Background: an optimization exercise with open tools, aiming at small area, a short achievable clock period and few clock cycles per item. Do not read the settings as production practice.
No functional check of the RTL was part of any run shown here.

==> design/flow/design.v <==
module aes_sbox_a (
    input  wire [7:0]  a,
    output wire [13:0] m
);
    sbx_x2 g1 (.a(a[7]), .b(a[4]), .y(m[9]));
    sbx_x2 g2 (.a(a[7]), .b(a[2]), .y(m[2]));
    wire T3;
    sbx_x2 g3 (.a(a[7]), .b(a[1]), .y(T3));
    wire T4;
    sbx_x2 g4 (.a(a[4]), .b(a[2]), .y(T4));
    wire T5;
    sbx_x2 g5 (.a(a[3]), .b(a[1]), .y(T5));
    sbx_x2 g6 (.a(m[9]), .b(T5), .y(m[1]));
    wire T7;
    sbx_x2 g7 (.a(a[6]), .b(a[5]), .y(T7));
    sbx_x2 g8 (.a(a[0]), .b(m[1]), .y(m[4]));
    sbx_x2 g9 (.a(a[0]), .b(T7), .y(m[7]));
    wire T10;
    sbx_x2 g10 (.a(m[1]), .b(T7), .y(T10));
    wire T11;
    sbx_x2 g11 (.a(a[6]), .b(a[2]), .y(T11));
    wire T12;
    sbx_x2 g12 (.a(a[5]), .b(a[2]), .y(T12));
    wire T13;
    sbx_x2 g13 (.a(T3), .b(T4), .y(T13));
    sbx_x2 g14 (.a(m[1]), .b(T11), .y(m[8]));
    wire T15;
    sbx_x2 g15 (.a(T5), .b(T11), .y(T15));
    sbx_x2 g16 (.a(T5), .b(T12), .y(m[0]));
    wire T17;
    sbx_x2 g17 (.a(m[7]), .b(m[0]), .y(T17));
    wire T18;
    sbx_x2 g18 (.a(a[4]), .b(a[0]), .y(T18));
    sbx_x2 g19 (.a(T7), .b(T18), .y(m[6]));
    wire T20;
    sbx_x2 g20 (.a(m[9]), .b(m[6]), .y(T20));
    wire T21;
    sbx_x2 g21 (.a(a[1]), .b(a[0]), .y(T21));
    wire T22;
    sbx_x2 g22 (.a(T7), .b(T21), .y(T22));
    sbx_x2 g23 (.a(m[2]), .b(T22), .y(m[3]));
    wire T24;
    sbx_x2 g24 (.a(m[2]), .b(T10), .y(T24));
    wire T25;
    sbx_x2 g25 (.a(T20), .b(T17), .y(T25));
    sbx_x2 g26 (.a(T3), .b(m[0]), .y(m[5]));
    wire T27;
    sbx_x2 g27 (.a(m[9]), .b(T12), .y(T27));
    wire M1_n;
    sbx_na2 g28 (.a(T13), .b(m[1]), .y(M1_n));
    wire M2_n;
    sbx_na2 g29 (.a(m[3]), .b(m[4]), .y(M2_n));
    wire M3;
    sbx_xn2 g30 (.a(m[8]), .b(M1_n), .y(M3));
    wire M4_n;
    sbx_na2 g31 (.a(m[6]), .b(a[0]), .y(M4_n));
    wire M5;
    sbx_x2 g32 (.a(M4_n), .b(M1_n), .y(M5));
    wire M6_n;
    sbx_na2 g33 (.a(T3), .b(m[0]), .y(M6_n));
    wire M7_n;
    sbx_na2 g34 (.a(T22), .b(m[7]), .y(M7_n));
    wire M8;
    sbx_xn2 g35 (.a(m[5]), .b(M6_n), .y(M8));
    wire M9_n;
    sbx_na2 g36 (.a(T20), .b(T17), .y(M9_n));
    wire M10;
    sbx_x2 g37 (.a(M9_n), .b(M6_n), .y(M10));
    wire M11_n;
    sbx_na2 g38 (.a(m[9]), .b(T15), .y(M11_n));
    wire M12_n;
    sbx_na2 g39 (.a(T4), .b(T27), .y(M12_n));
    wire M13;
    sbx_x2 g40 (.a(M12_n), .b(M11_n), .y(M13));
    wire M14_n;
    sbx_na2 g41 (.a(m[2]), .b(T10), .y(M14_n));
    wire M15;
    sbx_x2 g42 (.a(M14_n), .b(M11_n), .y(M15));
    wire M16;
    sbx_xn2 g43 (.a(M3), .b(M2_n), .y(M16));
    wire M17;
    sbx_x2 g44 (.a(M5), .b(T24), .y(M17));
    wire M18;
    sbx_xn2 g45 (.a(M8), .b(M7_n), .y(M18));
    wire M19;
    sbx_x2 g46 (.a(M10), .b(M15), .y(M19));
    wire M20;
    sbx_x2 g47 (.a(M16), .b(M13), .y(M20));
    wire M21;
    sbx_x2 g48 (.a(M17), .b(M15), .y(M21));
    wire M22;
    sbx_x2 g49 (.a(M18), .b(M13), .y(M22));
    wire M23;
    sbx_x2 g50 (.a(M19), .b(T25), .y(M23));
    wire M24_n;
    sbx_xn2 g51 (.a(M22), .b(M23), .y(M24_n));
    wire M25_n;
    sbx_na2 g52 (.a(M22), .b(M20), .y(M25_n));
    wire M26;
    sbx_xn2 g53 (.a(M21), .b(M25_n), .y(M26));
    wire M27_n;
    sbx_xn2 g54 (.a(M20), .b(M21), .y(M27_n));
    wire M28;
    sbx_xn2 g55 (.a(M23), .b(M25_n), .y(M28));
    wire M29;
    sbx_an2 g56 (.a(M27_n), .b(M28), .y(M29));
    wire M30;
    sbx_an2 g57 (.a(M24_n), .b(M26), .y(M30));
    wire M31_n;
    sbx_na2 g58 (.a(M20), .b(M23), .y(M31_n));
    wire M32;
    sbx_no2 g59 (.a(M27_n), .b(M31_n), .y(M32));
    wire M33;
    sbx_x2 g60 (.a(M27_n), .b(M25_n), .y(M33));
    wire M34_n;
    sbx_na2 g61 (.a(M21), .b(M22), .y(M34_n));
    wire M35;
    sbx_no2 g62 (.a(M24_n), .b(M34_n), .y(M35));
    wire M36;
    sbx_x2 g63 (.a(M24_n), .b(M25_n), .y(M36));
    sbx_x2 g64 (.a(M21), .b(M29), .y(m[13]));
    sbx_x2 g65 (.a(M32), .b(M33), .y(m[12]));
    sbx_x2 g66 (.a(M23), .b(M30), .y(m[11]));
    sbx_x2 g67 (.a(M35), .b(M36), .y(m[10]));
endmodule
module aes_sbox_b (
    input  wire [13:0] m,
    output wire [7:0]  y
);
    wire T10;
    sbx_x2 g68 (.a(m[7]), .b(m[4]), .y(T10));
    wire T13;
    sbx_x2 g69 (.a(m[6]), .b(m[3]), .y(T13));
    wire T15;
    sbx_x2 g70 (.a(m[9]), .b(m[8]), .y(T15));
    wire T17;
    sbx_x2 g71 (.a(m[7]), .b(m[0]), .y(T17));
    wire T20;
    sbx_x2 g72 (.a(m[9]), .b(m[6]), .y(T20));
    wire T22;
    sbx_x2 g73 (.a(m[3]), .b(m[2]), .y(T22));
    wire T27;
    sbx_x2 g74 (.a(m[1]), .b(m[0]), .y(T27));
    wire T3;
    sbx_x2 g75 (.a(m[5]), .b(m[0]), .y(T3));
    wire T4;
    sbx_x2 g76 (.a(m[9]), .b(m[2]), .y(T4));
    wire U7;
    sbx_x2 g77 (.a(m[4]), .b(m[1]), .y(U7));
    wire M41;
    sbx_x2 g78 (.a(m[12]), .b(m[10]), .y(M41));
    wire M42;
    sbx_x2 g79 (.a(m[13]), .b(m[11]), .y(M42));
    wire M43;
    sbx_x2 g80 (.a(m[13]), .b(m[12]), .y(M43));
    wire M44;
    sbx_x2 g81 (.a(m[11]), .b(m[10]), .y(M44));
    wire M45;
    sbx_x2 g82 (.a(M42), .b(M41), .y(M45));
    wire M46_n;
    sbx_na2 g83 (.a(M44), .b(m[1]), .y(M46_n));
    wire M47_n;
    sbx_na2 g84 (.a(m[10]), .b(m[4]), .y(M47_n));
    wire M48_n;
    sbx_na2 g85 (.a(m[11]), .b(U7), .y(M48_n));
    wire M49_n;
    sbx_na2 g86 (.a(M43), .b(m[0]), .y(M49_n));
    wire M50_n;
    sbx_na2 g87 (.a(m[12]), .b(m[7]), .y(M50_n));
    wire M51_n;
    sbx_na2 g88 (.a(m[13]), .b(T17), .y(M51_n));
    wire M52_n;
    sbx_na2 g89 (.a(M42), .b(T15), .y(M52_n));
    wire M53_n;
    sbx_na2 g90 (.a(M45), .b(T27), .y(M53_n));
    wire M54_n;
    sbx_na2 g91 (.a(M41), .b(T10), .y(M54_n));
    wire M55_n;
    sbx_na2 g92 (.a(M44), .b(T13), .y(M55_n));
    wire M56_n;
    sbx_na2 g93 (.a(m[10]), .b(m[3]), .y(M56_n));
    wire M57_n;
    sbx_na2 g94 (.a(m[11]), .b(m[6]), .y(M57_n));
    wire M58_n;
    sbx_na2 g95 (.a(M43), .b(T3), .y(M58_n));
    wire M59_n;
    sbx_na2 g96 (.a(m[12]), .b(T22), .y(M59_n));
    wire M60_n;
    sbx_na2 g97 (.a(m[13]), .b(T20), .y(M60_n));
    wire M61_n;
    sbx_na2 g98 (.a(M42), .b(m[9]), .y(M61_n));
    wire M62_n;
    sbx_na2 g99 (.a(M45), .b(T4), .y(M62_n));
    wire M63_n;
    sbx_na2 g100 (.a(M41), .b(m[2]), .y(M63_n));
    wire L0;
    sbx_x2 g101 (.a(M61_n), .b(M62_n), .y(L0));
    wire L1;
    sbx_x2 g102 (.a(M50_n), .b(M56_n), .y(L1));
    wire L2;
    sbx_x2 g103 (.a(M46_n), .b(M48_n), .y(L2));
    wire L3;
    sbx_x2 g104 (.a(M47_n), .b(M55_n), .y(L3));
    wire L4;
    sbx_x2 g105 (.a(M54_n), .b(M58_n), .y(L4));
    wire L5;
    sbx_x2 g106 (.a(M49_n), .b(M61_n), .y(L5));
    wire L6;
    sbx_xn2 g107 (.a(M62_n), .b(L5), .y(L6));
    wire L7;
    sbx_xn2 g108 (.a(M46_n), .b(L3), .y(L7));
    wire L8;
    sbx_x2 g109 (.a(M51_n), .b(M59_n), .y(L8));
    wire L9;
    sbx_x2 g110 (.a(M52_n), .b(M53_n), .y(L9));
    wire L10;
    sbx_xn2 g111 (.a(M53_n), .b(L4), .y(L10));
    wire L11;
    sbx_xn2 g112 (.a(M60_n), .b(L2), .y(L11));
    wire L12;
    sbx_x2 g113 (.a(M48_n), .b(M51_n), .y(L12));
    wire L13;
    sbx_xn2 g114 (.a(M50_n), .b(L0), .y(L13));
    wire L14;
    sbx_x2 g115 (.a(M52_n), .b(M61_n), .y(L14));
    wire L15;
    sbx_xn2 g116 (.a(M55_n), .b(L1), .y(L15));
    wire L16;
    sbx_xn2 g117 (.a(M56_n), .b(L0), .y(L16));
    wire L17;
    sbx_xn2 g118 (.a(M57_n), .b(L1), .y(L17));
    wire L18;
    sbx_xn2 g119 (.a(M58_n), .b(L8), .y(L18));
    wire L19;
    sbx_xn2 g120 (.a(M63_n), .b(L4), .y(L19));
    wire L20;
    sbx_x2 g121 (.a(L0), .b(L1), .y(L20));
    wire L21;
    sbx_x2 g122 (.a(L1), .b(L7), .y(L21));
    wire L22;
    sbx_x2 g123 (.a(L3), .b(L12), .y(L22));
    wire L23;
    sbx_x2 g124 (.a(L18), .b(L2), .y(L23));
    wire L24;
    sbx_x2 g125 (.a(L15), .b(L9), .y(L24));
    wire L25;
    sbx_x2 g126 (.a(L6), .b(L10), .y(L25));
    wire L26;
    sbx_x2 g127 (.a(L7), .b(L9), .y(L26));
    wire L27;
    sbx_x2 g128 (.a(L8), .b(L10), .y(L27));
    wire L28;
    sbx_x2 g129 (.a(L11), .b(L14), .y(L28));
    wire L29;
    sbx_x2 g130 (.a(L11), .b(L17), .y(L29));
    sbx_x2 g131 (.a(L6), .b(L24), .y(y[7]));
    sbx_xn2 g132 (.a(L16), .b(L26), .y(y[6]));
    sbx_xn2 g133 (.a(L19), .b(L28), .y(y[5]));
    sbx_x2 g134 (.a(L6), .b(L21), .y(y[4]));
    sbx_x2 g135 (.a(L20), .b(L22), .y(y[3]));
    sbx_x2 g136 (.a(L25), .b(L29), .y(y[2]));
    sbx_xn2 g137 (.a(L13), .b(L27), .y(y[1]));
    sbx_xn2 g138 (.a(L6), .b(L23), .y(y[0]));
endmodule
module aes_sbox (
    input  wire [7:0] a,
    output wire [7:0] y
);
    wire [13:0] m;
    aes_sbox_a u_a (.a(a), .m(m));
    aes_sbox_b u_b (.m(m), .y(y));
endmodule
module sbx_x2 (input wire a, input wire b, output wire y);
    assign y = a ^ b;
endmodule
module sbx_xn2 (input wire a, input wire b, output wire y);
    assign y = ~(a ^ b);
endmodule
module sbx_na2 (input wire a, input wire b, output wire y);
    assign y = ~(a & b);
endmodule
module sbx_no2 (input wire a, input wire b, output wire y);
    assign y = ~(a | b);
endmodule
module sbx_an2 (input wire a, input wire b, output wire y);
    assign y = ~a & b;
endmodule
module aes_round_a (
    input  wire [127:0] state_in,
    output wire [223:0] mid
);
    genvar i;
    generate
        for (i = 0; i < 16; i = i + 1) begin : g_sub
            aes_sbox_a u_sbox (.a(state_in[127 - 8*i -: 8]), .m(mid[223 - 14*i -: 14]));
        end
    endgenerate
endmodule
module aes_round_b #(
    parameter LOAD = 1             
) (
    input  wire [223:0] mid,
    input  wire [127:0] add_in,
    input  wire         keep,
    output wire [127:0] state_out,
    output wire [127:0] sub_out        
);
    wire [7:0] sb [0:15];
    wire [7:0] sr [0:15];
    genvar i, j;
    generate
        for (i = 0; i < 16; i = i + 1) begin : g_sub
            aes_sbox_b u_sbox (.m(mid[223 - 14*i -: 14]), .y(sb[i]));
        end
    endgenerate
    generate
        for (i = 0; i < 16; i = i + 1) begin : g_shift
            assign sr[i] = sb[(i + 4 * (i % 4)) % 16];
            assign sub_out[127 - 8*i -: 8] = sr[i];
        end
    endgenerate
    generate
        for (i = 0; i < 4; i = i + 1) begin : g_mix
            wire [7:0] a [0:3];
            wire [7:0] p [0:3];
            wire [7:0] v [0:3];
            wire [7:0] b [0:3];
            genvar k;
            for (k = 0; k < 4; k = k + 1) begin : g_byte
                assign a[k] = sr[4*i + k] & {8{LOAD == 0 || keep}};
            end
            for (k = 0; k < 4; k = k + 1) begin : g_col
                assign p[k] = a[k] ^ a[(k + 1) % 4];
                assign v[k] = a[(k + 1) % 4] ^ add_in[127 - 32*i - 8*k -: 8];
                assign b[k][0] = (p[k][7] ^ p[(k + 2) % 4][0]) ^ v[k][0];
                for (j = 1; j < 8; j = j + 1) begin : g_bit
                    if (j == 1 || j == 3 || j == 4) begin : g_r
                        assign b[k][j] = (p[k][j-1] ^ p[(k + 2) % 4][j]) ^ (v[k][j] ^ p[k][7]);
                    end else begin : g_n
                        assign b[k][j] = (p[k][j-1] ^ p[(k + 2) % 4][j]) ^ v[k][j];
                    end
                end
                assign state_out[127 - 32*i - 8*k -: 8] = b[k];
            end
        end
    endgenerate
endmodule
module aes256_key_step_a #(
    parameter ROT = 1              
) (
    input  wire [127:0] prev,
    input  wire [127:0] last,
    input  wire         rot_step,
    input  wire [7:0]   rcon,
    output wire [127:0] p,
    output wire [55:0]  mid
);
    wire [31:0] w3  = last[31:0];
    wire        rs  = ROT != 0 && rot_step;
    wire [31:0] rot = rs ? {w3[23:0], w3[31:24]} : w3;
    aes_sbox_a u_s0 (.a(rot[31:24]), .m(mid[55:42]));
    aes_sbox_a u_s1 (.a(rot[23:16]), .m(mid[41:28]));
    aes_sbox_a u_s2 (.a(rot[15:8]),  .m(mid[27:14]));
    aes_sbox_a u_s3 (.a(rot[7:0]),   .m(mid[13:0]));
    wire [31:0] rc  = rs ? {rcon, 24'h000000} : 32'h00000000;
    wire [31:0] w0  = prev[127:96];
    wire [31:0] w01 = w0 ^ prev[95:64];
    wire [31:0] w02 = w01 ^ prev[63:32];
    wire [31:0] w03 = w01 ^ (prev[63:32] ^ prev[31:0]);
    assign p = {w0 ^ rc, w01 ^ rc, w02 ^ rc, w03 ^ rc};
endmodule
module aes256_key_step_b #(
    parameter LOAD = 1             
) (
    input  wire [127:0] p,
    input  wire [55:0]  mid,
    input  wire         load,
    input  wire         gate,
    input  wire [127:0] load_val,
    output wire [127:0] next
);
    wire [31:0] sub;
    aes_sbox_b u_s0 (.m(mid[55:42]), .y(sub[31:24]));
    aes_sbox_b u_s1 (.m(mid[41:28]), .y(sub[23:16]));
    aes_sbox_b u_s2 (.m(mid[27:14]), .y(sub[15:8]));
    aes_sbox_b u_s3 (.m(mid[13:0]),  .y(sub[7:0]));
    wire [127:0] base = (LOAD != 0 && load) ? load_val : p;
    wire [31:0]  s    = sub & {32{~(LOAD != 0 && gate)}};
    assign next = {s, s, s, s} ^ base;
endmodule
module prl_tag_engine (
    input  wire         clk,
    input  wire         rst,           
    input  wire         cmd_valid,
    output wire         cmd_ready,
    input  wire [1:0]   cmd_op,        
    input  wire [1:0]   cmd_ksel,      
    input  wire [255:0] cmd_key,       
    input  wire [47:0]  cmd_frame,     
    input  wire [4:0]   cmd_pair,
    input  wire [7:0]   cmd_place,
    input  wire [7:0]   cmd_where,
    input  wire [3:0]   cmd_elem,
    input  wire [11:0]  cmd_obj,
    input  wire [2:0]   cmd_kind,
    input  wire [7:0]   cmd_state,
    output wire         tag_valid,
    input  wire         tag_ready,
    output wire [63:0]  tag,
    output wire         key_a_present,
    output wire         key_b_present
);
    localparam [1:0] OP_TAG   = 2'd0;
    localparam [1:0] OP_LOAD  = 2'd1;
    localparam [1:0] OP_CLEAR = 2'd2;
    localparam integer RUN = 10, PL = 9, SB = 8, OK = 7, PK = 6;
    localparam integer CW = 11;
    reg [255:0] key_a, key_b;
    reg [127:0] l_a, l_b;
    reg         key_a_ok, key_b_ok;
    reg         crdy;          
    reg [1:0]   op_q;          
    reg [1:0]   ksel_q;
    reg [CW-1:0] c_a1, c_a2, c_b1, c_b2;
    reg [127:0] st_a, st_b;
    reg [255:0] kst_a, kst_b;
    reg [223:0] mid_a, mid_b;
    reg [127:0] krk_a, krk_b;
    reg [127:0] kp_a, kp_b;
    reg [55:0]  kmid_a, kmid_b;
    reg         ld;            
    reg         sel;           
    reg         lpend;         
    reg         lpb;
    reg         lst;           
    reg         dl;            
    reg         park_in;       
    reg         park_on;       
    reg [7:0]   rcon;          
    reg [62:0]  t_q;           
    reg [62:0]  t_r;           
    reg         t_v;
    reg [2:0]   nsq;           
    reg [2:0]   hsq;           
    wire fire    = crdy && cmd_valid;
    wire do_tag  = fire && op_q == OP_TAG;
    wire do_load = fire && op_q == OP_LOAD && !ksel_q[1];
    wire key_wr  = crdy && op_q == OP_LOAD && !ksel_q[1];
    wire do_clr  = fire && op_q == OP_CLEAR;
    wire m_last  = c_b2[RUN] && c_b2[2:0] == 3'd7;
    wire l_wr    = m_last &&  c_b2[PL];
    wire pop     = t_v && tag_ready;
    function has_tag;
        input [CW-1:0] c;
        has_tag = (c[RUN] && c[2:0] == 3'd7 && !c[PL]) || c[PK];
    endfunction
    wire [223:0] mid_a_n;
    aes_round_a u_ra1 (.state_in(st_a), .mid(mid_a_n));
    wire [127:0] kp_a_n;
    wire [55:0]  kmid_a_n;
    aes256_key_step_a #(.ROT(1)) u_ka1 (
        .prev     (kst_a[255:128]),
        .last     (kst_a[127:0]),
        .rot_step (1'b1),
        .rcon     (rcon),
        .p        (kp_a_n),
        .mid      (kmid_a_n)
    );
    wire [127:0] st_b_n, sub_a_unused;
    aes_round_b #(.LOAD(0)) u_ra2 (
        .mid       (mid_a),
        .add_in    (krk_a),
        .keep      (1'b1),
        .state_out (st_b_n),
        .sub_out   (sub_a_unused)
    );
    wire [127:0] rk_b_n;
    aes256_key_step_b #(.LOAD(0)) u_ka2 (
        .p        (kp_a),
        .mid      (kmid_a),
        .load     (1'b0),
        .gate     (1'b0),
        .load_val (128'd0),
        .next     (rk_b_n)
    );
    wire [223:0] mid_b_n;
    aes_round_a u_rb1 (.state_in(st_b), .mid(mid_b_n));
    wire [127:0] kp_b_n;
    wire [55:0]  kmid_b_n;
    aes256_key_step_a #(.ROT(0)) u_kb1 (
        .prev     (kst_b[255:128]),
        .last     (kst_b[127:0]),
        .rot_step (1'b0),
        .rcon     (8'h00),
        .p        (kp_b_n),
        .mid      (kmid_b_n)
    );
    wire [255:0] slot_key = sel ? key_b : key_a;
    wire [127:0] slot_l   = sel ? l_b : l_a;
    wire [127:0] cmd_msg = {cmd_frame, 3'b000, cmd_pair, cmd_place, cmd_where,
                            4'h0, cmd_elem, 4'h0, cmd_obj, 5'b00000, cmd_kind,
                            cmd_state, 16'h0000};
    wire [127:0] k1       = {slot_l[126:0], 1'b0} ^ (slot_l[127] ? 128'h87 : 128'h0);
    wire [127:0] msg_k1   = (cmd_msg ^ k1) & {128{ld && !lst}};
    wire [127:0] kst_hi_n = ld ? slot_key[255:128] : krk_b;
    wire [127:0] st_a_n, sub_b;
    aes_round_b #(.LOAD(1)) u_rb2 (
        .mid       (mid_b),
        .add_in    (kst_hi_n ^ msg_k1),
        .keep      (!ld),
        .state_out (st_a_n),
        .sub_out   (sub_b)
    );
    wire [127:0] fin = sub_b ^ krk_b;
    wire [127:0] rk_a_n;
    aes256_key_step_b #(.LOAD(1)) u_kb2 (
        .p        (kp_b),
        .mid      (kmid_b),
        .load     (ld || park_in),
        .gate     (ld || park_in || park_on),
        .load_val ({park_in ? fin[127:66] : slot_key[127:66], slot_key[65:0]}),
        .next     (rk_a_n)
    );
    wire slot_ok = !ksel_q[1] && (ksel_q[0] ? key_b_ok : key_a_ok);
    reg [CW-1:0] c_a1_n;
    always @(*) begin
        if (lst)
            c_a1_n = {1'b1, 1'b1, lpb, 1'b0, 1'b0, 3'd0, 3'd1};
        else if (do_tag)
            c_a1_n = {1'b1, 1'b0, ksel_q[0], slot_ok, 1'b0, nsq, 3'd1};
        else if (has_tag(c_b2) && !dl)
            c_a1_n = {1'b0, 1'b0, c_b2[SB], c_b2[OK], 1'b1, c_b2[5:3], 3'd0};
        else if (c_b2[RUN] && !m_last)
            c_a1_n = {c_b2[CW-1:3], c_b2[2:0] + 3'd1};
        else
            c_a1_n = {CW{1'b0}};
    end
    wire       t_v_n = dl || (t_v && !tag_ready);
    wire [2:0] hsq_n = hsq + {2'b00, dl};
    wire dl_n   = has_tag(c_b1) && c_b1[5:3] == hsq_n && !t_v_n;
    wire park_in_n = has_tag(c_b1) && !c_b1[PK] && !dl_n;
    wire park_on_n = c_b1[PK] && !dl_n;
    reg [7:0] rcon_n;
    always @(*) begin
        case (c_a1_n[2:0])
            3'd1:    rcon_n = 8'h01;
            3'd2:    rcon_n = 8'h02;
            3'd3:    rcon_n = 8'h04;
            3'd4:    rcon_n = 8'h08;
            3'd5:    rcon_n = 8'h10;
            3'd6:    rcon_n = 8'h20;
            3'd7:    rcon_n = 8'h40;
            default: rcon_n = 8'h00;
        endcase
    end
    wire free_n  = (!c_b1[RUN] && !c_b1[PK]) || dl_n;
    wire ld_n    = free_n;
    wire lpend_n = (lpend && !lst) || do_load;
    wire lpb_n   = do_load ? ksel_q[0] : lpb;
    wire lst_n   = lpend_n && free_n;
    function lbusy;
        input [CW-1:0] c;
        input       s;
        lbusy = c[RUN] && c[PL] && c[SB] == s;
    endfunction
    wire lbusy_a = (lpend_n && !lpb_n) ||
                   lbusy(c_a1_n, 1'b0) || lbusy(c_a1, 1'b0) ||
                   lbusy(c_a2, 1'b0)   || lbusy(c_b1, 1'b0);
    wire lbusy_b = (lpend_n && lpb_n) ||
                   lbusy(c_a1_n, 1'b1) || lbusy(c_a1, 1'b1) ||
                   lbusy(c_a2, 1'b1)   || lbusy(c_b1, 1'b1);
    wire lconf   = (cmd_op == OP_TAG && !cmd_ksel[1] && (cmd_ksel[0] ? lbusy_b : lbusy_a)) ||
                   (cmd_op == OP_LOAD && (lbusy_a || lbusy_b));
    wire [61:0] mac = c_b2[PK] ? kp_b[127:66] : fin[127:66];
    wire [62:0] tin = {c_b2[OK] & c_b2[SB], mac & {62{c_b2[OK]}}};
    always @(posedge clk) begin
        op_q   <= cmd_op;
        ksel_q <= cmd_ksel;
        sel    <= lst_n ? lpb_n : cmd_ksel[0];
        lpb    <= lpb_n;
        mid_a  <= mid_a_n;
        krk_a  <= kst_a[127:0];
        kp_a   <= kp_a_n;
        kmid_a <= kmid_a_n;
        st_b   <= st_b_n;
        kst_b  <= {krk_a, rk_b_n};
        mid_b  <= mid_b_n;
        krk_b  <= kst_b[127:0];
        kp_b   <= {kp_b_n[127:96], c_b1[PK] ? kst_b[223:194] : kp_b_n[95:66], kp_b_n[65:0]};
        kmid_b <= kmid_b_n;
        st_a   <= st_a_n;
        kst_a  <= {kst_hi_n, rk_a_n};
        if (key_wr && !ksel_q[0]) key_a <= cmd_key;
        if (key_wr &&  ksel_q[0]) key_b <= cmd_key;
        if (l_wr && !c_b2[SB]) l_a <= fin;
        if (l_wr &&  c_b2[SB]) l_b <= fin;
        t_q <= dl ? tin : t_r;
        t_r <= dl ? tin : t_q;
        if (rst) begin
            crdy     <= 1'b0;
            key_a_ok <= 1'b0;
            key_b_ok <= 1'b0;
            c_a1     <= {CW{1'b0}};
            c_a2     <= {CW{1'b0}};
            c_b1     <= {CW{1'b0}};
            c_b2     <= {CW{1'b0}};
            ld       <= 1'b1;
            lpend    <= 1'b0;
            lst      <= 1'b0;
            dl       <= 1'b0;
            park_in  <= 1'b0;
            park_on  <= 1'b0;
            rcon     <= 8'h00;
            t_v      <= 1'b0;
            nsq      <= 3'd0;
            hsq      <= 3'd0;
        end else begin
            crdy  <= cmd_valid && !fire && free_n && !lst_n && !lconf;
            lpend <= lpend_n;
            lst   <= lst_n;
            c_a1  <= c_a1_n;
            c_a2  <= c_a1;
            c_b1  <= c_a2;
            c_b2  <= c_b1;
            ld    <= ld_n;
            dl    <= dl_n;
            park_in <= park_in_n;
            park_on <= park_on_n;
            rcon  <= rcon_n;
            t_v   <= t_v_n;
            hsq   <= hsq_n;
            if (do_tag) nsq <= nsq + 3'd1;
            if (do_load && !ksel_q[0]) key_a_ok <= 1'b1;
            if (do_load &&  ksel_q[0]) key_b_ok <= 1'b1;
            if (do_clr) begin
                key_a_ok <= 1'b0;
                key_b_ok <= 1'b0;
            end
        end
    end
    assign cmd_ready     = crdy;
    assign tag_valid     = t_v;
    assign tag           = {1'b0, t_q};
    assign key_a_present = key_a_ok;
    assign key_b_present = key_b_ok;
endmodule
==> design/flow/flow/run.sh <==
#!/bin/bash
set -euo pipefail
bash standard.sh "BUFFER_PORTS_ARGS=-buffer_cell sky130_fd_sc_hd__buf_1" finish > flow_make.log 2>&1
==> design/flow/standard.sh <==
#!/bin/bash
# synth_recipe.tcl (not shown) runs the flow's synth.tcl, then flattens the netlist and writes it again
# the make line also repeats each setting of config.mk as NAME=value (left out here)
make -C /OpenROAD-flow-scripts/flow DESIGN_CONFIG=/design/flow/config.mk WORK_HOME=/design/flow/orfs CLKGATE_MAP_FILE= SYNTH_SCRIPT=/design/flow/synth_recipe.tcl "${@:-finish}"
==> design/flow/config.mk <==
export PLATFORM = sky130hd
export DESIGN_NAME = prl_tag_engine
export DESIGN_NICKNAME = prl_tag_engine
export VERILOG_FILES = /design/flow/design.v
export SDC_FILE = /design/flow/constraint.sdc
export NUM_CORES = 8
export LEC_CHECK = 0
export CAP_MARGIN = 20
export CORE_MARGIN = 2
export CORE_UTILIZATION = 25
export CTS_CLUSTER_DIAMETER = 100
export CTS_CLUSTER_SIZE = 20
export PLACE_DENSITY = 0.45
export SETUP_SLACK_MARGIN = 4.8
export SLEW_MARGIN = 20
export SYNTH_HIERARCHICAL = 1
==> design/flow/constraint.sdc <==
create_clock -name core_clock -period 8.0 [get_ports {clk}]
set_input_delay 1.6000 -clock core_clock [delete_from_list [all_inputs] [get_ports {clk}]]
set_output_delay 1.6000 -clock core_clock [all_outputs]
set_load 0.01 [all_outputs]
==> results of run 1 <==
==> registers in the layout, indices dropped and copies added, names as in the netlist, 11 cells and up <==
register,flops
t_r,63
krk_a,128
kmid_b,56
st_b,128
c_b1,11
st_a,128
mid_a,224
kst_a,256
c_a1,11
l_a,128
l_b,128
kp_a,128
krk_b,128
kst_b,256
kmid_a,56
kp_b,128
c_b2,11
key_a,256
c_a2,11
key_b,256
t_q,63
mid_b,224
==> metal layers <==
metal  track usage (%)  up-vias
met5                 0        -
met4              6.73       50
met3              2.38      541
met2              30.1     2018
met1              25.7    42800
li1                  -    40100
==> worst max path at each step <==
stage                                  start            endpoint  slack [ps]
final                      mid_b[81]$_DFF_P_   st_a[118]$_DFF_P_        4710
after CTS                   st_b[65]$_DFF_P_  mid_b[122]$_DFF_P_        4630
after floorplan              op_q[1]$_DFF_P_  key_a[0]$_DFFE_PP_        3090
after global placement    mid_a[109]$_DFF_P_    st_b[33]$_DFF_P_        3640
after global routing       mid_a[53]$_DFF_P_    st_b[28]$_DFF_P_        4610
after detailed placement  mid_b[208]$_DFF_P_     st_a[1]$_DFF_P_        3740
==> final cells by class <==
| type | instances | area share [%] |
|---|---|---|
| Antenna cell | 48 | 0.0716 |
| Clock buffer | 257 | 2.86 |
| Clock inverter | 45 | 0.291 |
| Inverter | 156 | 0.351 |
| Multi-Input combinational cell | 9076 | 49.0 |
| Sequential cell | 2807 | 38.3 |
| Tap cell | 7452 | 5.56 |
| Timing Repair Buffer | 921 | 3.58 |
==> repair_timing <==
item / CTS / global route
hold buffers: 0 / 0
resized for setup: 685 / 660
cloned: 1 / 0
endpoints found under the setup margin: 621 / 504
setup buffers: 132 / 176
pin swaps: 83 / 144
==> critical path, delay by kind of cell, from the launching register on <==
kind | cells | cell delay [ps]
flops | 1 | 400
xor+xnor | 8 | 2450
simple gates | 2 | 320
==> Yosys stat by module, one instance, submodules excluded, a selection <==
module          cell area, um2  cells inside  flip-flops and latches
prl_tag_engine           77200          4780                    2807
sbx_xn2                   8.76             1                       0
sbx_na2                   3.75             1                       0
sbx_x2                    8.76             1                       0
sbx_an2                   13.8             1                       0
sbx_no2                   3.75             1                       0
==> cell usage in the layout (no fill, tap or decap), drive strengths merged, types with 5 or more instances in the layout <==
cell and instances:
a21oi 141, buf 917, clkbuf 260, clkinv 20, conb 6, dfxtp 2039, diode 48, edfxtp 768
ha 5, inv 175, mux2 130, mux2i 447, nand2 1517, nand2b 69, nand3 8, nor2 260
nor2b 155, nor3 5, o211ai 62, o21ai 190, xnor2 2097, xnor3 124, xor2 3779, xor3 39
==> kinds of logic (layout without fill, tap and decap cells) <==
group / Yosys count / count (layout) / synth area share [%]
other: 2 / 54 / 0.00540
adders and majority gates: 5 / 5 / 0.0450
AOI/OAI and AO/OA: 406 / 406 / 1.63
xor gates and xnor gates: 6039 / 6039 / 40.0
buffers and inverters: 431 / 1379 / 1.63
DFF: 2807 / 2807 / 45.9
and+or+nand+nor: 2043 / 2043 / 6.49
muxes: 577 / 577 / 4.27
==> per-stage QoR <==
| step | worst slack (ps) |
|---|---|
| 3_3_place_gp | 3640 |
| 5_1_grt | 4610 |
| 4_1_cts | 4630 |
| 2_1_floorplan | 3090 |
| 6_report | 4710 |
| 3_5_place_dp | 3740 |
==> synth_stat cells (13+ instances only) <==
| cell type | instances |
|---|---|
| xor2_2 | 56 |
| buf_1 | 29 |
| mux2_2 | 130 |
| o21ai_0 | 190 |
| dfxtp_1 | 2039 |
| xnor2_1 | 2094 |
| nor2b_4 | 81 |
| nor2_1 | 259 |
| mux2i_1 | 447 |
| a21oi_1 | 141 |
| buf_12 | 13 |
| inv_1 | 155 |
| edfxtp_1 | 768 |
| xor3_1 | 33 |
| xor2_1 | 3720 |
| clkbuf_1 | 83 |
| nand2b_1 | 66 |
| buf_2 | 48 |
| xnor3_1 | 124 |
| nand2_1 | 1517 |
| buf_4 | 94 |
| nor2b_1 | 73 |
| o211ai_1 | 62 |
==> impl_metrics.csv, run 1 <==
group,metric,value,unit
status,outcome,"complete, no violations",
place,port_buffers,426,
drt,dr.pass1.iters,6,
drt,dr_wl_met2,247000,um
floorplanning,core,556000,um2
place,gp_congestion,0.915,
grt,grt_pass1_vias,84800,
floorplanning,dieWidth,750,um
hold_path,hold_path_class,"flip-flop to flip-flop",
clock_network,clk_latency,990,ps
place,dpl_cell_area,150000,um2
drt,routed-wl-met3,26100,um
drt,highest_layer,"met5",
yosys,synth_seq_area_share,45.9,%
grt,grt_first_pass_wirelength,722000,um
layout,fillCellCount,57400,
critical_path,arrival,4110,ps
clock_network,cts_root_buf,"clkbuf_16",
timing,clock_skew,92.8,ps
clock_network,htree_levels,4,
floorplanning,dieArea,563000,um2
grt,grt_max_degree,105,
drt,wl_per_cell,26.2,um
yosys,synth_edf_count,768,
drt,route.detailed.drc,0,
layout,multiInputGateArea,82100,um2
critical_path,required,8820,ps
clock_network,cts_buffers,175,
grt,antenna_found_initial,90,
timing,drv_slew,0,
hold_path,whs_endpoint,"krk_a[38]$_DFF_P_",
clock_network,clockBufferDepth,4,
yosys,avgSynthCellArea,11.3,um2
yosys,ys.warnings.count,9,
timing,tns,0,ps
timing,rsz0062_at_grt,"yes",
clock_network,clock_sinks,2807,
yosys,ys.flop_type,"dfxtp_1",
layout,fin_nets,13500,
critical_path,crit_top_cell,"xor2_1",
clock_network,clkTransAtPathRegs,100,ps
timing,hold_ws,285,ps
timing,period_minus_slack,3290,ps
critical_path,timing_worst_setup_path_type,"flip-flop to flip-flop",
clock_network,cts_tree,"done",
floorplanning,rows,274,
drt,ant_nets,0,
layout,seq_area,64200,um2
yosys,yosysTopAreaCell,"dfxtp_1",
critical_path,timing.rr.end,"st_a[118]$_DFF_P_",
drt,vias_per_cell,4.12,
critical_path,slowest_stage,"xnor2_1",
critical_path,cp_max_fo,4,
timing,hold_viol_final,0,
timing,max_slew_margin,10.8,%
hold_path,holdPathStages,0,
layout,area_delta_synth_final,20.5,%
timing,period_share,41.2,%
critical_path,rrSetupSlack,4710,ps
layout,drive_gt1_share,16.5,%
yosys,yosysUniqueCellTypes,67,
grt,grt-ovfl-total,0,
yosys,syn_area,139000,um2
layout,fin_area,168000,um2
yosys,synth_area_leaders,"dfxtp_1 (29%), xor2_1 (23%), edfxtp_1 (17%)",
critical_path,timing.rr.start,"mid_b[81]$_DFF_P_",
timing,setup_viol,0,
timing,clock.fmax,304,MHz
place,hpwl,446000,um
yosys,synth-async-reset-ratio,0,%
drt,routed_wl,545000,um
drt,num_vias,85500,
flow_run,maxCapViolCount,0,
yosys,ys_ff_latch,2807,
hold_path,hp-start,"kst_a[38]$_DFF_P_",
yosys,syn_inst,12300,
grt,groute.usage.overall,18.7,%
floorplanning,die_h,750,um
critical_path,critPathMaxStageDelay,500,ps
critical_path,critical_path.endpoint_type,"flip-flop",
floorplanning,io_pins,428,
yosys,synth_top_area_share,29.3,%
timing,worstMarginPinSlew,1300,ps
layout,final_core_util,30.2,%
floorplanning,start_util,25.0,%
drt,drtIter0Drc,6839,
place,placedCellCount,20100,
critical_path,r2r_cells,10,
layout,finalNonFillerCells,20800,
critical_path,start_kind,"flip-flop",
drt,m1WireLength,248000,um
critical_path,crit_chain,"xor2_1 -> nand2_1 -> xor2_1 -> xnor2_1 -> xor2_2 -> xnor2_4 -> xnor3_1 -> xor2_1 -> nand2_1 -> xnor2_1",
==> run 2: changes to the inputs <==
--- a/design/flow/design.v
+++ b/design/flow/design.v
@@ -321,26 +321,43 @@
     endgenerate
     generate
         for (i = 0; i < 4; i = i + 1) begin : g_mix
-            wire [7:0] a [0:3];
+            wire [7:0] a [0:3];       
             wire [7:0] p [0:3];
-            wire [7:0] v [0:3];
-            wire [7:0] b [0:3];
+            wire [7:0] v [0:3];       
+            wire [7:0] w [0:3];       
+            wire [7:0] q [0:3];       
             genvar k;
             for (k = 0; k < 4; k = k + 1) begin : g_byte
-                assign a[k] = sr[4*i + k] & {8{LOAD == 0 || keep}};
+                for (j = 0; j < 8; j = j + 1) begin : g_bit
+                    if (LOAD != 0) begin : g_gate
+                        sbx_na2 u_g (.a(sr[4*i + k][j]), .b(keep), .y(a[k][j]));
+                    end else begin : g_pass
+                        assign a[k][j] = sr[4*i + k][j];
+                    end
+                end
             end
             for (k = 0; k < 4; k = k + 1) begin : g_col
-                assign p[k] = a[k] ^ a[(k + 1) % 4];
-                assign v[k] = a[(k + 1) % 4] ^ add_in[127 - 32*i - 8*k -: 8];
-                assign b[k][0] = (p[k][7] ^ p[(k + 2) % 4][0]) ^ v[k][0];
-                for (j = 1; j < 8; j = j + 1) begin : g_bit
+                for (j = 0; j < 8; j = j + 1) begin : g_bit
+                    sbx_x2 u_p (.a(a[k][j]), .b(a[(k + 1) % 4][j]), .y(p[k][j]));
+                    sbx_x2 u_v (.a(a[(k + 1) % 4][j]), .b(add_in[127 - 32*i - 8*k - 7 + j]), .y(v[k][j]));
+                end
+                for (j = 0; j < 8; j = j + 1) begin : g_out
+                    if (j == 0) begin : g_q0
+                        sbx_x2 u_q (.a(p[k][7]), .b(p[(k + 2) % 4][0]), .y(q[k][0]));
+                    end else begin : g_qj
+                        sbx_x2 u_q (.a(p[k][j-1]), .b(p[(k + 2) % 4][j]), .y(q[k][j]));
+                    end
                     if (j == 1 || j == 3 || j == 4) begin : g_r
-                        assign b[k][j] = (p[k][j-1] ^ p[(k + 2) % 4][j]) ^ (v[k][j] ^ p[k][7]);
+                        sbx_x2 u_w (.a(v[k][j]), .b(p[k][7]), .y(w[k][j]));
                     end else begin : g_n
-                        assign b[k][j] = (p[k][j-1] ^ p[(k + 2) % 4][j]) ^ v[k][j];
+                        assign w[k][j] = v[k][j];
+                    end
+                    if (LOAD != 0) begin : g_inv
+                        sbx_xn2 u_b (.a(q[k][j]), .b(w[k][j]), .y(state_out[127 - 32*i - 8*k - 7 + j]));
+                    end else begin : g_pos
+                        sbx_x2 u_b (.a(q[k][j]), .b(w[k][j]), .y(state_out[127 - 32*i - 8*k - 7 + j]));
                     end
                 end
-                assign state_out[127 - 32*i - 8*k -: 8] = b[k];
             end
         end
     endgenerate
@@ -350,24 +367,24 @@
 ) (
     input  wire [127:0] prev,
     input  wire [127:0] last,
-    input  wire         rot_step,
     input  wire [7:0]   rcon,
-    output wire [127:0] p,
+    output wire [7:0]   p0_hi,     
+    output wire [95:0]  p123,      
     output wire [55:0]  mid
 );
     wire [31:0] w3  = last[31:0];
-    wire        rs  = ROT != 0 && rot_step;
-    wire [31:0] rot = rs ? {w3[23:0], w3[31:24]} : w3;
+    wire [31:0] rot = ROT != 0 ? {w3[23:0], w3[31:24]} : w3;
     aes_sbox_a u_s0 (.a(rot[31:24]), .m(mid[55:42]));
     aes_sbox_a u_s1 (.a(rot[23:16]), .m(mid[41:28]));
     aes_sbox_a u_s2 (.a(rot[15:8]),  .m(mid[27:14]));
     aes_sbox_a u_s3 (.a(rot[7:0]),   .m(mid[13:0]));
-    wire [31:0] rc  = rs ? {rcon, 24'h000000} : 32'h00000000;
+    wire [31:0] rc  = ROT != 0 ? {rcon, 24'h000000} : 32'h00000000;
     wire [31:0] w0  = prev[127:96];
     wire [31:0] w01 = w0 ^ prev[95:64];
     wire [31:0] w02 = w01 ^ prev[63:32];
     wire [31:0] w03 = w01 ^ (prev[63:32] ^ prev[31:0]);
-    assign p = {w0 ^ rc, w01 ^ rc, w02 ^ rc, w03 ^ rc};
+    assign p0_hi = w0[31:24] ^ rc[31:24];
+    assign p123  = {w01 ^ rc, w02 ^ rc, w03 ^ rc};
 endmodule
 module aes256_key_step_b #(
     parameter LOAD = 1             
@@ -456,16 +473,18 @@
     endfunction
     wire [223:0] mid_a_n;
     aes_round_a u_ra1 (.state_in(st_a), .mid(mid_a_n));
-    wire [127:0] kp_a_n;
+    wire [7:0]   kp_a_n0;
+    wire [95:0]  kp_a_n123;
     wire [55:0]  kmid_a_n;
     aes256_key_step_a #(.ROT(1)) u_ka1 (
         .prev     (kst_a[255:128]),
         .last     (kst_a[127:0]),
-        .rot_step (1'b1),
         .rcon     (rcon),
-        .p        (kp_a_n),
+        .p0_hi    (kp_a_n0),
+        .p123     (kp_a_n123),
         .mid      (kmid_a_n)
     );
+    wire [127:0] kp_a_n = {kp_a_n0, kst_a[247:224], kp_a_n123};
     wire [127:0] st_b_n, sub_a_unused;
     aes_round_b #(.LOAD(0)) u_ra2 (
         .mid       (mid_a),
@@ -485,16 +504,18 @@
     );
     wire [223:0] mid_b_n;
     aes_round_a u_rb1 (.state_in(st_b), .mid(mid_b_n));
-    wire [127:0] kp_b_n;
+    wire [7:0]   kp_b_n0_unused;
+    wire [95:0]  kp_b_n123;
     wire [55:0]  kmid_b_n;
     aes256_key_step_a #(.ROT(0)) u_kb1 (
         .prev     (kst_b[255:128]),
         .last     (kst_b[127:0]),
-        .rot_step (1'b0),
         .rcon     (8'h00),
-        .p        (kp_b_n),
+        .p0_hi    (kp_b_n0_unused),
+        .p123     (kp_b_n123),
         .mid      (kmid_b_n)
     );
+    wire [127:0] kp_b_n = {kst_b[255:224], kp_b_n123};
     wire [255:0] slot_key = sel ? key_b : key_a;
     wire [127:0] slot_l   = sel ? l_b : l_a;
     wire [127:0] cmd_msg = {cmd_frame, 3'b000, cmd_pair, cmd_place, cmd_where,
==> run 2 against run 1 <==
Net effect: die area fell by 1.6%; critical endpoint is now st_b[97]$_DFF_P_; core utilization about the same; first-iteration DRC count is 11% lower.
==> impl_metrics.csv, run 2 <==
group,metric,value,unit
timing,period_share,40.7,%
drt,drtIter0Drc,6054,
drt,dr.pass1.iters,5,
grt,antenna_found_initial,52,
layout,final_common_cell,"xor2_1",
timing,period_minus_slack,3250,ps
timing,setup_viol,0,
timing,hold_viol_final,0,
clock_network,clock_sinks,2807,
clock_network,htree_levels,4,
layout,fillCellCount,56200,
grt,grt-ovfl-total,0,
floorplanning,start_util,25.1,%
timing,tns,0,ps
clock_network,clkTransAtPathRegs,90,ps
status,outcome,"complete, no violations",
floorplanning,core,545000,um2
timing,clock.fmax,307,MHz
drt,ant_nets,0,
yosys,syn_area,137000,um2
timing,worstMarginPinSlew,1260,ps
drt,wl_per_cell,26.3,um
timing,max_slew_margin,15.7,%
grt,grt_pass1_vias,83400,
place,gp_congestion,0.933,
critical_path,critical_path.endpoint_type,"flip-flop",
drt,vias_per_cell,4.11,
timing,clock_skew,63.1,ps
drt,num_vias,84200,
critical_path,timing_worst_setup_path_type,"flip-flop to flip-flop",
critical_path,cp_max_fo,4,
hold_path,hold_path_class,"flip-flop to flip-flop",
critical_path,start_kind,"flip-flop",
floorplanning,io_pins,428,
critical_path,required,8790,ps
layout,fin_nets,13500,
layout,drive_gt1_share,14.8,%
timing,drv_slew,0,
grt,grt_first_pass_wirelength,713000,um
clock_network,cts_buffers,173,
yosys,avgSynthCellArea,11.2,um2
clock_network,cts_root_buf,"clkbuf_16",
timing,rsz0062_at_grt,"yes",
floorplanning,rows,271,
clock_network,clk_latency,950,ps
layout,final_cell_mix,"xor2_1 (3938), dfxtp_1 (1898), nand2_1 (1473)",
clock_network,clockBufferDepth,4,
flow_run,maxCapViolCount,0,
floorplanning,dieArea,554000,um2
critical_path,arrival,4050,ps
floorplanning,die_h,744,um
place,port_buffers,426,
clock_network,cts_tree,"done",
drt,route.detailed.drc,0,
critical_path,rrSetupSlack,4750,ps
grt,grt_max_degree,110,
floorplanning,dieWidth,744,um
place,hpwl,436000,um
drt,routed_wl,540000,um
yosys,syn_inst,12300,
layout,area_delta_synth_final,20.3,%
grt,groute.usage.overall,18.8,%
yosys,ys.warnings.count,9,
==> run 2: through the flow <==
step                      worst slack [ps]  area (um2)  hold WS, ps  util (%)  std cells
after floorplan                       3090      137000          310         -      12300
after CTS                             4510      158000          292      29.0      20300
after global placement                4040      148000          310      27.2      19900
after global routing                  4650      165000          318      30.2      20500
final                                 4750      165000          301      30.2      20500
after detailed placement              4030      149000          312      27.2      19900
==> run 2: final timing paths <==
kind / start / to / cells past startpoint
max: mid_a[11]$_DFF_P_ / st_b[97]$_DFF_P_ / 8
max reg2reg: mid_a[11]$_DFF_P_ / st_b[97]$_DFF_P_ / 8
min reg2reg: kst_a[48]$_DFF_P_ / krk_a[48]$_DFF_P_ / 0
min: kst_a[48]$_DFF_P_ / krk_a[48]$_DFF_P_ / 0
==> run 2: cell type report <==
cell class              count  area (um2)  share of cell area [%]
diodes                     24        60.1                  0.0364
inverters                 156         588                   0.357
clock buffers             260        4850                    2.95
multi-input cells        9118       80100                    48.6
repair buffers            852        5490                    3.33
well taps                7234        9050                    5.49
flip-flops and latches   2807       64100                    38.9
clock inverters            36         475                   0.289
==> run 2: what timing repair did <==
item	CTS	global route
cloned	2	1
setup buffers	78	167
hold buffers	0	0
pin swaps	55	139
gates resized for setup	539	680
hold endpoints to repair	0	0
endpoints found under the setup margin	583	459
==> run 2: metal layers <==
| layer | global-route usage (%) | up-vias | share of wire (%) |
|---|---|---|---|
| li1 | - | 39900 | - |
| met1 | 25.7 | 41900 | 46 |
| met2 | 30.7 | 1921 | 46 |
| met3 | 1.89 | 485 | 3.6 |
| met4 | 7.10 | 10 | 4.4 |
| met5 | 0 | - | 0.012 |
==> run 2: critical path, stage by stage, from the launching register on <==
cell	delay, ps
dfxtp_1	420
xor2_1	280
nand2_1	230
xor2_2	320
xnor2_4	160
xnor2_1	660
xor2_1	370
xor2_1	300
xor2_1	370
==> run 3: changes to the inputs <==
--- a/design/flow/config.mk
+++ b/design/flow/config.mk
@@ -11,6 +11,6 @@
 export CTS_CLUSTER_DIAMETER = 100
 export CTS_CLUSTER_SIZE = 20
 export PLACE_DENSITY = 0.45
-export SETUP_SLACK_MARGIN = 4.8
+export SETUP_SLACK_MARGIN = 5.0
 export SLEW_MARGIN = 20
 export SYNTH_HIERARCHICAL = 1
==> run 3 against run 2 <==
Net effect: final area increased by 6.8%; flip-flop and latch count unchanged; count of clock-buffer cells in the layout increased by 5; core utilization is 2.1 points higher; global-route usage rose by 0.077 points; clock skew is 8.9 ps higher; cell count grew 1.6%; worst hold slack worse by 1.1 ps; sequential share of layout area fell by 2.2 points; critical path type unchanged; critical endpoint is now st_b[33]$_DFF_P_.
==> impl_metrics.csv, run 3 <==
group,metric,value,unit
critical_path,arrival,3950,ps
layout,fin_nets,13800,
clock_network,clock_sinks,2807,
grt,groute.usage.overall,18.9,%
flow_run,maxCapViolCount,0,
critical_path,cp_max_fo,4,
grt,grt-ovfl-total,0,
yosys,ys.warnings.count,9,
timing,tns,0,ps
timing,period_share,39.2,%
clock_network,clk_latency,950,ps
floorplanning,rows,271,
layout,finalNonFillerCells,20800,
floorplanning,dieArea,554000,um2
timing,hold_viol_final,0,
layout,fillCellCount,55200,
layout,area_delta_synth_final,28.5,%
floorplanning,start_util,25.1,%
grt,antenna_found_initial,85,
clock_network,htree_levels,4,
clock_network,cts_root_buf,"clkbuf_16",
clock_network,clkTransAtPathRegs,90,ps
timing,worstMarginPinSlew,1250,ps
timing,max_slew_margin,16.1,%
timing,clock_skew,72.0,ps
clock_network,clockBufferDepth,4,
timing,drv_slew,0,
clock_network,cts_tree,"done",
drt,vias_per_cell,4.10,
drt,num_vias,85300,
critical_path,required,8810,ps
place,placedCellCount,19900,
floorplanning,die_h,744,um
critical_path,timing_worst_setup_path_type,"flip-flop to flip-flop",
timing,setup_viol,0,
clock_network,cts_hold_buf,0,
drt,ant_nets,0,
drt,dr.pass1.iters,6,
timing,period_minus_slack,3140,ps
layout,final_cell_mix,"xor2_1 (3390), dfxtp_1 (1634), nand2_1 (1373)",
yosys,syn_inst,12300,
drt,route.detailed.drc,0,
layout,fin_area,176000,um2
place,port_buffers,426,
grt,grt_first_pass_wirelength,715000,um
critical_path,start_kind,"flip-flop",
layout,drive_gt1_share,25.2,%
grt,grt_max_degree,101,
clock_network,cts_buffers,176,
place,hpwl,430000,um
drt,wl_per_cell,26.1,um
timing,rsz0062_at_grt,"yes",
yosys,avgSynthCellArea,11.2,um2
place,dpl_cell_area,148000,um2
critical_path,critical_path.endpoint_type,"flip-flop",
yosys,syn_area,137000,um2
hold_path,hold_path_class,"flip-flop to flip-flop",
drt,routed_wl,543000,um
status,outcome,"complete, no violations",
floorplanning,dieWidth,744,um
place,gp_congestion,0.924,
timing,clock.fmax,319,MHz
layout,final_core_util,32.3,%
layout,final_common_cell,"xor2_1",
grt,grt_pass1_vias,84900,
floorplanning,core,545000,um2
drt,drtIter0Drc,6278,
floorplanning,io_pins,428,
## run 3: layout make-up
class	instances	area (um2)	area share, %
Multi-Input combinational cell	9118	87600	49.8
Sequential cell	2807	64600	36.7
Tap cell	7234	9050	5.14
Timing Repair Buffer	1152	8680	4.93
Clock buffer	265	4910	2.79
Inverter	156	593	0.337
Clock inverter	37	480	0.273
Antenna cell	45	113	0.0640
## run 3: critical path, stage by stage (launching register included)
cell	delay [ps]
dfxtp_4	410
xor2_4	210
xor2_2	200
buf_4	150
nand2_4	80
xor2_4	190
xor2_1	190
xor2_1	320
buf_6	250
xor2_4	240
buf_6	140
buf_6	90
xor2_2	150
xor2_2	350
## run 3: routing by layer
layer,share of wire [%],track usage [%]
met1,44,25.5
met2,47,31.1
met3,5.1,2.48
met4,4.2,6.35
met5,0.0077,0
## run 3: stage by stage
stage	worst slack [ps]	hold slack (ps)
floorplan	3090	310
global placement	3940	310
detailed placement	3980	312
CTS	4650	289
global route	4830	308
finish	4860	300
## run 3: worst paths after layout
| kind | depth (start not counted) | slack, ps | to | start |
|---|---|---|---|---|
| worst min register to register | 0 | 300 | krk_a[102]$_DFF_P_ | kst_a[102]$_DFF_P_ |
| worst max register to register | 13 | 4860 | st_b[33]$_DFF_P_ | mid_a[123]$_DFF_P_ |
| worst max-delay path | 13 | 4860 | st_b[33]$_DFF_P_ | mid_a[123]$_DFF_P_ |
| worst min-delay path | 0 | 300 | krk_a[102]$_DFF_P_ | kst_a[102]$_DFF_P_ |
## run 3: repair_timing
action / in CTS / in global routing
setup endpoints to repair: 783 / 614
buffers inserted: 274 / 283
pin swaps: 234 / 361
resized for setup: 1487 / 1204
cloned: 3 / 0

re-timing with driven ports:
In the flow no input, the clock included, has a driving cell. The finished layouts below were timed again as built, in two steps.
Step 1: set_driving_cell puts a clkbuf_16 on clk and a buf_2 on each other input, an assumption about the parent block.
Step 2 times the ports against the registers' clock, not the clock port: input delays grow and output delays shrink by t, the midpoint of the rising clock arrivals with the driver on.
a / b / c = ideal / step 1 / step 2; a / b = the first two.
run | t (ns) | slack for setup (ns) | worst hold slack (ns) | worst data-port slew with drivers (ns)
run 1 | 1.063 | 4.705 / 4.705 / 4.638 | 0.285 / 0.285 / 0.285 | 0.28
run 2 | 1.039 | 4.746 / 4.722 / 4.724 | 0.301 / 0.301 / 0.301 | 0.17
run 3 | 1.043 | 4.862 / 4.750 / 4.505 | 0.300 / 0.300 / 0.300 | 0.13
After both steps every run listed still meets setup and hold. For run 3, which loses most, drivers alone change the setup slack by -0.112 ns; drivers and shift together by -0.357 ns.
